Source: an optimization exercise on an open RTL-to-GDS flow (aim: small area and a short achievable clock period). Production flows keep margins and buffers that such runs may drop. In this exercise RTL edits were held to simulation tests only and were not proved equivalent to the original. Power is estimated from default activity; no workload was simulated.

==> flow/design.v (excerpt) <==
module fp32_lane (
    input  wire        clk,
    input  wire        rst,
    input  wire        in_valid,
    input  wire [3:0]  in_op,
    input  wire [31:0] in_a,
    input  wire [31:0] in_b,
    input  wire [31:0] in_c,
    output reg         out_valid,
    output reg  [31:0] out_result,
    output reg  [2:0]  out_flags      
);
    localparam [3:0] OP_COPY  = 4'd0,
                     OP_ADD   = 4'd1,
                     OP_SUB   = 4'd2,
                     OP_MUL   = 4'd3,
                     OP_FMA   = 4'd4,
                     OP_FMS   = 4'd5,
                     OP_NEG   = 4'd6,
                     OP_ABS   = 4'd7,
                     OP_MIN   = 4'd8,
                     OP_MAX   = 4'd9,
                     OP_CMPEQ = 4'd10,
                     OP_CMPLT = 4'd11,
                     OP_CMPLE = 4'd12;
    localparam [31:0] QNAN = 32'h7FC0_0000;
    localparam [31:0] ONE  = 32'h3F80_0000;
    wire i_add = (in_op == OP_ADD);
    wire i_sub = (in_op == OP_SUB);
    wire i_mul = (in_op == OP_MUL);
    wire i_fms = (in_op == OP_FMS);
    wire [31:0] x_in = {in_a[31] ^ i_fms, in_a[30:0]};
    wire [31:0] y_in = (i_add | i_sub) ? ONE : in_b;
    wire [31:0] z_in = i_add ? in_b :
                       i_sub ? {~in_b[31], in_b[30:0]} :
                       i_mul ? {in_a[31] ^ in_b[31], 31'd0} : in_c;
    reg        r0_v;
    reg [3:0]  r0_op;
    reg [31:0] r0_x, r0_y, r0_z;
    always @(posedge clk) begin
        if (rst) r0_v <= 1'b0;
        else     r0_v <= in_valid;
        r0_op <= in_op;
        r0_x  <= x_in;
        r0_y  <= y_in;
        r0_z  <= z_in;
    end
    wire [31:0] x = r0_x, y = r0_y, z = r0_z;
    wire        xs = x[31], ys = y[31], zs = z[31];
    wire [7:0]  xe = x[30:23], ye = y[30:23], ze = z[30:23];
    wire        x_zero = (xe == 8'd0);
    wire        y_zero = (ye == 8'd0);
  ...
Size: roughly 4,800 cells after synthesis, about 140 I/O pins, roughly 45,000 sq um of cells after synthesis.
Settings: LEC_CHECK=0, CAP_MARGIN=20, CORE_MARGIN=2, CORE_UTILIZATION=40, SLEW_MARGIN=70, SYNTH_HIERARCHICAL=1, BUFFER_PORTS_ARGS=-inputs -outputs -buffer_cell sky130_fd_sc_hd__buf_2; clock period 24.0 ns.
standard.sh (not shown) runs the stock make flow with config.mk's settings and CLKGATE_MAP_FILE= SYNTH_SCRIPT=/design/flow/synth_recipe.tcl, a recipe that flattens the netlist after the stock synthesis.
==> flow/flow/run.sh <==
#!/bin/bash
# Layout flow: the standard layout (standard.sh), with every input and
# output port buffered by a plain buf_2 instead of the default port buffer.
set -euo pipefail
echo 'export BUFFER_PORTS_ARGS = -inputs -outputs -buffer_cell sky130_fd_sc_hd__buf_2' >> config.mk
bash standard.sh finish > standard.log 2>&1
==> next run, changes <==
==> flow/run.sh (new file) <==
#!/bin/bash
# synth_recipe.tcl (not shown) runs the flow's synth.tcl, then flattens the netlist and writes it again
# the make line also repeats each setting of config.mk as NAME=value (left out here)
make -C /OpenROAD-flow-scripts/flow DESIGN_CONFIG=/design/flow/config.mk WORK_HOME=/design/flow/orfs CLKGATE_MAP_FILE= SYNTH_SCRIPT=/design/flow/synth_recipe.tcl finish
BUFFER_PORTS_ARGS = not set   (was -inputs -outputs -buffer_cell sky130_fd_sc_hd__buf_2)
SLEW_MARGIN = 20   (was 70)
removed: flow/flow/run.sh
removed: flow/standard.sh
Outcome: The changed run finished clean; clock-buffer cell count climbs by 8; power went down by 2.1%; first-iteration DRC count rose by 6.0%; cell area falls by 1.8%; wire length came out lower by 1.3%; core utilization fell by 0.79 points; via count decreases by 1.3%.
==> next run, changes <==
==> flow/flow/run.sh (new file) <==
#!/bin/bash
# Layout flow: the standard layout (standard.sh), with every input and
# output port buffered by a plain buf_2 instead of the default port buffer.
set -euo pipefail
echo 'export BUFFER_PORTS_ARGS = -inputs -outputs -buffer_cell sky130_fd_sc_hd__buf_2' >> config.mk
bash standard.sh finish > standard.log 2>&1
==> flow/standard.sh (new file) <==
#!/bin/bash
# synth_recipe.tcl (not shown) runs the flow's synth.tcl, then flattens the netlist and writes it again
# the make line also repeats each setting of config.mk as NAME=value (left out here)
make -C /OpenROAD-flow-scripts/flow DESIGN_CONFIG=/design/flow/config.mk WORK_HOME=/design/flow/orfs CLKGATE_MAP_FILE= SYNTH_SCRIPT=/design/flow/synth_recipe.tcl "${@:-finish}"
BUFFER_PORTS_ARGS = -inputs -outputs -buffer_cell sky130_fd_sc_hd__buf_2   (was not set)
removed: flow/run.sh
Routed wire length rose slightly.
Power is about the same.
Cell area went down slightly.
Area after synthesis does not change.
Core utilization came out lower by 0.59 points.
First-iteration DRC count shrinks by a few percent.
Sequential power is about the same.
Clock-buffer cell count falls by 12.
Worst setup slack improves by 0.019 ns.
Fmax came out higher slightly.
Critical path depth rises by 14.

---

Another version of the RTL of fp32_lane (not shown whole).
Size: about 140 I/O pins.
==> flow/config.mk <==
export PLATFORM = sky130hd
export DESIGN_NAME = fp32_lane
export DESIGN_NICKNAME = fp32_lane
export VERILOG_FILES = /design/flow/design.v
export SDC_FILE = /design/flow/constraint.sdc
export NUM_CORES = 4
export LEC_CHECK = 0
export CAP_MARGIN = 20
export CORE_MARGIN = 2
export CORE_UTILIZATION = 50
export CTS_CLUSTER_DIAMETER = 80
export CTS_CLUSTER_SIZE = 20
export PLACE_DENSITY = 0.85
export SLEW_MARGIN = 20
export SYNTH_HIERARCHICAL = 1
export BUFFER_PORTS_ARGS = -inputs -outputs -buffer_cell sky130_fd_sc_hd__buf_2
export SETUP_SLACK_MARGIN = 18.3
==> flow/constraint.sdc <==
create_clock -name core_clock -period 24.0 [get_ports {clk}]
set_input_delay 4.8000 -clock core_clock [delete_from_list [all_inputs] [get_ports {clk}]]
set_output_delay 4.8000 -clock core_clock [all_outputs]
set_load 0.01 [all_outputs]
==> flow/flow/run.sh <==
#!/bin/bash
# Layout flow: the standard layout (standard.sh) with two changes:
#  - every input and output port is buffered by a plain buf_2 instead of the
#    default port buffer;
#  - the timing repair after CTS and global routing aims for a setup slack of
#    18.3 ns at the design's 24 ns clock (paths of at most 5.7 ns); the SDC
#    and the clock period are the design's, unchanged.
set -euo pipefail
cat >> config.mk <<'EOC'
export BUFFER_PORTS_ARGS = -inputs -outputs -buffer_cell sky130_fd_sc_hd__buf_2
export SETUP_SLACK_MARGIN = 18.3
EOC
bash standard.sh finish > standard.log 2>&1
Edit:
--- a/flow/flow/run.sh
+++ b/flow/flow/run.sh
@@ -5,3 +5,3 @@
 #  - the timing repair after CTS and global routing aims for a setup slack of
-#    18.3 ns at the design's 24 ns clock (paths of at most 5.7 ns); the SDC
+#    18.15 ns at the design's 24 ns clock (paths of at most 5.85 ns); the SDC
 #    and the clock period are the design's, unchanged.
@@ -10,3 +10,3 @@
 export BUFFER_PORTS_ARGS = -inputs -outputs -buffer_cell sky130_fd_sc_hd__buf_2
-export SETUP_SLACK_MARGIN = 18.3
+export SETUP_SLACK_MARGIN = 18.15
 EOC
Settings changed: CORE_UTILIZATION 50 to 60, PLACE_DENSITY 0.85 to not set, SETUP_SLACK_MARGIN 18.3 to 18.15.
=> Worst setup slack got worse by 0.018 ns. Global-route usage rose by 6.9 points. Count of clock-buffer cells in the layout rose by 4. Sequential power is about the same. Worst hold slack hardly moves. Routed wire length rose slightly. Power fell by a few percent. Clock skew rose by 0.0054 ns. Via count fell by a few percent. Register-to-register slack got worse by 0.23 ns.
Edit:
--- a/flow/flow/run.sh
+++ b/flow/flow/run.sh
@@ -5,3 +5,3 @@
 #  - the timing repair after CTS and global routing aims for a setup slack of
-#    18.15 ns at the design's 24 ns clock (paths of at most 5.85 ns); the SDC
+#    18.3 ns at the design's 24 ns clock (paths of at most 5.7 ns); the SDC
 #    and the clock period are the design's, unchanged.
@@ -10,3 +10,3 @@
 export BUFFER_PORTS_ARGS = -inputs -outputs -buffer_cell sky130_fd_sc_hd__buf_2
-export SETUP_SLACK_MARGIN = 18.15
+export SETUP_SLACK_MARGIN = 18.3
 EOC
Settings changed: PLACE_DENSITY set to 0.75, SETUP_SLACK_MARGIN 18.15 to 18.3.
- die area is unchanged
- utilization drops by 0.24 points
- sequential power hardly moves
- clock skew barely changes
- routed wire length drops by a few percent
- worst hold slack improved by 0.0034 ns
- fmax climbs slightly
- clock power drops by a little under a tenth
- flip-flop and latch count does not change
- global-route usage drops by 1.2 points
Edit:
Settings changed: PLACE_DENSITY 0.75 to not set.
=>
- global-route usage goes up by 0.96 points
- worst hold slack is about the same
- setup slack hardly moves
- flip-flop and latch count does not change
- wire length goes up by 2.6%

---

Another version of the RTL of fp32_lane (not shown whole).
Size: about 140 I/O pins, ~43,000 µm² of cells after synthesis.
## fp32_lane
module fp32_lane (
    input  wire        clk,
    input  wire        rst,
    input  wire        in_valid,
    input  wire [3:0]  in_op,
    input  wire [31:0] in_a,
    input  wire [31:0] in_b,
    input  wire [31:0] in_c,
    output reg         out_valid,
    output reg  [31:0] out_result,
    output reg  [2:0]  out_flags      
);
Settings: LEC_CHECK=0, CAP_MARGIN=20, CORE_MARGIN=2, CORE_UTILIZATION=60, SLEW_MARGIN=20, SYNTH_HIERARCHICAL=1, BUFFER_PORTS_ARGS=-inputs -outputs -buffer_cell sky130_fd_sc_hd__buf_2; clock period 24.0 ns.
==> flow/flow/run.sh <==
#!/bin/bash
# Layout flow: the standard layout (standard.sh), with every input and
# output port buffered by a plain buf_2 instead of the default port buffer.
set -euo pipefail
echo 'export BUFFER_PORTS_ARGS = -inputs -outputs -buffer_cell sky130_fd_sc_hd__buf_2' >> config.mk
bash standard.sh finish > standard.log 2>&1
Next try:
==> flow/flow/run.sh (replaced) <==
#!/bin/bash
# Layout flow: the standard layout (standard.sh) with two changes:
#  - every input and output port is buffered by a plain buf_2 instead of the
#    default port buffer;
#  - the timing repair after CTS and global routing aims for a setup slack of
#    18.15 ns at the design's 24 ns clock (paths of at most 5.85 ns); the SDC
#    and the clock period are the design's, unchanged.
set -euo pipefail
cat >> config.mk <<'EOC'
export BUFFER_PORTS_ARGS = -inputs -outputs -buffer_cell sky130_fd_sc_hd__buf_2
export SETUP_SLACK_MARGIN = 18.15
EOC
bash standard.sh finish > standard.log 2>&1
- CTS_CLUSTER_DIAMETER: unset -> 90
- CTS_CLUSTER_SIZE: unset -> 28
- SETUP_SLACK_MARGIN: unset -> 18.15
Outcome: Core utilization went down by 0.98 points. Sequential power stays flat. Via count went down by 0.45%. Cell count came out lower by 0.80%. Global-route usage fell by 0.22 points. Hold slack improves by 0.017 ns. Combinational power is about the same. Power came out lower by 4.3%.
Next try:
- CTS_CLUSTER_DIAMETER: 90 -> unset
- CTS_CLUSTER_SIZE: 28 -> unset
Effect:
- synthesized area is unchanged
- synthesized cell count is unchanged
- routed wire length went up by 0.34%
- maximum frequency went up by 1.2%
- final area climbs by 1.8%
- core utilization went up by 1.1 points
- sequential power hardly moves
- power is higher by 4.8%
- hold slack degrades by 0.017 ns
- count of clock-buffer cells in the layout grows by 36
- sequential cell count is unchanged
Next try:
--- a/flow/flow/run.sh
+++ b/flow/flow/run.sh
@@ -7 +7,3 @@
-#    and the clock period are the design's, unchanged.
+#    and the clock period are the design's, unchanged;
+#  - after global routing, gates off the critical paths are downsized
+#    (RECOVER_POWER).
@@ -11,0 +14 @@
+export RECOVER_POWER = 100
- RECOVER_POWER: unset -> 100
- This time the run completed, yet does not pass: capacitance limit, slew limit
- synthesized cell count does not change
- worst setup slack degrades by 2.6 ns
- total power drops slightly
- count of clock-buffer cells in the layout stays the same
- first-iteration DRC count climbs by a few percent
- hold slack barely changes
- global-route usage does not change

---

Another version of the RTL of fp32_lane (not shown whole).
For scale: roughly 4500 cells after synthesis.
// fp32_lane
module fp32_lane (
    input  wire        clk,
    input  wire        rst,
    input  wire        in_valid,
    input  wire [3:0]  in_op,
    input  wire [31:0] in_a,
    input  wire [31:0] in_b,
    input  wire [31:0] in_c,
    output reg         out_valid,
    output reg  [31:0] out_result,
    output reg  [2:0]  out_flags      
);
clock: 24.0 ns
lec_check: 0
cap_margin: 20
core_margin: 2
core_utilization: 70
cts_cluster_diameter: 80
cts_cluster_size: 20
slew_margin: 20
synth_hierarchical: 1
buffer_ports_args: -inputs -outputs -buffer_cell sky130_fd_sc_hd__buf_2
setup_slack_margin: 18.15
==> flow/flow/run.sh <==
#!/bin/bash
# Layout flow: the standard layout (standard.sh) with two changes:
#  - every input and output port is buffered by a plain buf_2 instead of the
#    default port buffer;
#  - the timing repair after CTS and global routing aims for a setup slack of
#    18.15 ns at the design's 24 ns clock (paths of at most 5.85 ns); the SDC
#    and the clock period are the design's, unchanged.
set -euo pipefail
cat >> config.mk <<'EOC'
export BUFFER_PORTS_ARGS = -inputs -outputs -buffer_cell sky130_fd_sc_hd__buf_2
export SETUP_SLACK_MARGIN = 18.15
EOC
bash standard.sh finish > standard.log 2>&1
The first run ran to the end with no violations.
Change:
Settings changed: CORE_UTILIZATION 70 to 60.
Effect:
- The changed run finished with timing, DRC and antenna clean
- worst setup slack improved by 0.0035 ns
- via count fell by about 1.9%
- routed wire length rose by about 3%
Change:
--- a/flow/flow/run.sh
+++ b/flow/flow/run.sh
@@ -6 +6 @@
-#    18.15 ns at the design's 24 ns clock (paths of at most 5.85 ns); the SDC
+#    18.3 ns at the design's 24 ns clock (paths of at most 5.7 ns); the SDC
@@ -11 +11 @@
-export SETUP_SLACK_MARGIN = 18.15
+export SETUP_SLACK_MARGIN = 18.3
Settings changed: SETUP_SLACK_MARGIN 18.15 to 18.3.
Outcome:
- worst hold slack is about the same
- routed wire length came out higher by 0.38%
- core utilization hardly moves
- count of clock-buffer cells in the layout falls by 3

---

## oak
RTL: one of the versions met above, not the one the previous note started from.
Size: about 4600 cells after synthesis, roughly 140 I/O pins, ~43000 um^2 of cells after synthesis.
clock: 24.0 ns
lec_check: 0
cap_margin: 20
core_margin: 2
core_utilization: 70
slew_margin: 20
synth_hierarchical: 1
buffer_ports_args: -inputs -outputs -buffer_cell sky130_fd_sc_hd__buf_2
setup_slack_margin: 18.15
==> flow/flow/run.sh <==
#!/bin/bash
# Layout flow: the standard layout (standard.sh) with two changes:
#  - every input and output port is buffered by a plain buf_2 instead of the
#    default port buffer;
#  - the timing repair after CTS and global routing aims for a setup slack of
#    18.15 ns at the design's 24 ns clock (paths of at most 5.85 ns); the SDC
#    and the clock period are the design's, unchanged.
set -euo pipefail
cat >> config.mk <<'EOC'
export BUFFER_PORTS_ARGS = -inputs -outputs -buffer_cell sky130_fd_sc_hd__buf_2
export SETUP_SLACK_MARGIN = 18.15
EOC
bash standard.sh finish > standard.log 2>&1
## Diff of input files: pine against oak
# oak
export LEC_CHECK = 0
export CAP_MARGIN = 20
export CORE_MARGIN = 2
export CORE_UTILIZATION = 70
export SLEW_MARGIN = 20
export SYNTH_HIERARCHICAL = 1
export BUFFER_PORTS_ARGS = -inputs -outputs -buffer_cell sky130_fd_sc_hd__buf_2
export SETUP_SLACK_MARGIN = 18.15
create_clock -name core_clock -period 24.0 [get_ports {clk}]
# pine
export LEC_CHECK = 0
export CAP_MARGIN = 20
export CORE_MARGIN = 2
export CORE_UTILIZATION = 60
export CTS_CLUSTER_DIAMETER = 80
export CTS_CLUSTER_SIZE = 20
export SLEW_MARGIN = 20
export SYNTH_HIERARCHICAL = 1
export BUFFER_PORTS_ARGS = -inputs -outputs -buffer_cell sky130_fd_sc_hd__buf_2
export SETUP_SLACK_MARGIN = 18.15
create_clock -name core_clock -period 24.0 [get_ports {clk}]
==> notes.md <==
- As far as number of signal-net inverters in the final layout goes, pine and oak are indistinguishable; the numbers are identical.
- Taking oak as the reference, in pine number of max-cap violations held; ratio of cells with drive above 1 in the final layout went down 0.32 points.
- Row global-route usage: pine lower / oak higher
- Cmp pine vs oak: fraction of met2 tracks used by global routing lower in pine
- Delta (pine minus oak): clock latency on the worst-skew pair comparable; number of cells on the worst reg-to-reg path now smaller; number of nets at the end of the flow comparable; total non-filler cell area in the finished layout now smaller.
- Against oak, pine reports a share of total power in the clock network that is lower.
- oak vs pine, highest metal layer with signal wires: met5 vs met4
- More vias were needed by oak than by pine.

## afterwards: timing with drivers on the ports
Ports are ideal in the flow. The routed layouts listed here were re-timed in OpenROAD.
Step 1 sets driving cells, clkbuf_16 on the clock port and buf_2 on the other inputs (assumed; they add their load-dependent delay and slew).
Step 2 also shifts input and output timing later by t, the mid clock arrival at the registers, as if the neighbouring blocks saw the same clock.
Three values: ideal, step 1, step 2; two values: the first two.
| run | t (ns) | setup WS [ns] | worst setup path at the end |
|---|---|---|---|
| the first run of note 1 | 0.716 | 18.125 / 18.054 / 17.740 | input to register |
| the second run of note 1 | 0.725 | 17.691 / 17.620 / 17.585 | input to register |
| the third run of note 1 | 0.717 | 17.710 / 17.710 / 17.710 | register to register |
| the first run of note 2 | 0.658 | 18.166 / 18.094 / 17.977 | input to register |
| the second run of note 2 | 0.673 | 18.148 / 18.074 / 17.868 | input to register |
| the third run of note 2 | 0.640 | 18.181 / 18.111 / 17.929 | input to register |
| the fourth run of note 2 | 0.648 | 18.178 / 18.107 / 17.814 | input to register |
| the first run of note 3 | 0.671 | 18.110 / 18.092 / 17.921 | input to register |
| the second run of note 3 | 0.704 | 18.100 / 18.032 / 17.942 | input to register |
| the third run of note 3 | 0.669 | 18.172 / 18.100 / 17.947 | input to register |
| the fourth run of note 3 | 0.671 | 15.584 / 15.584 / 15.584 | register to register |
| the first run of note 4 | 0.629 | 18.186 / 18.126 / 17.706 | input to register |
| the second run of note 4 | 0.637 | 18.189 / 18.130 / 17.999 | input to register |
| the third run of note 4 | 0.628 | 18.183 / 18.119 / 17.920 | input to register |
| oak | 0.648 | 18.156 / 18.097 / 17.652 | input to register |
| pine | 0.647 | 18.177 / 18.108 / 17.954 | input to register |
For oak, which loses most, drivers alone change the setup slack by -0.059 ns; drivers and shift together by -0.504 ns.
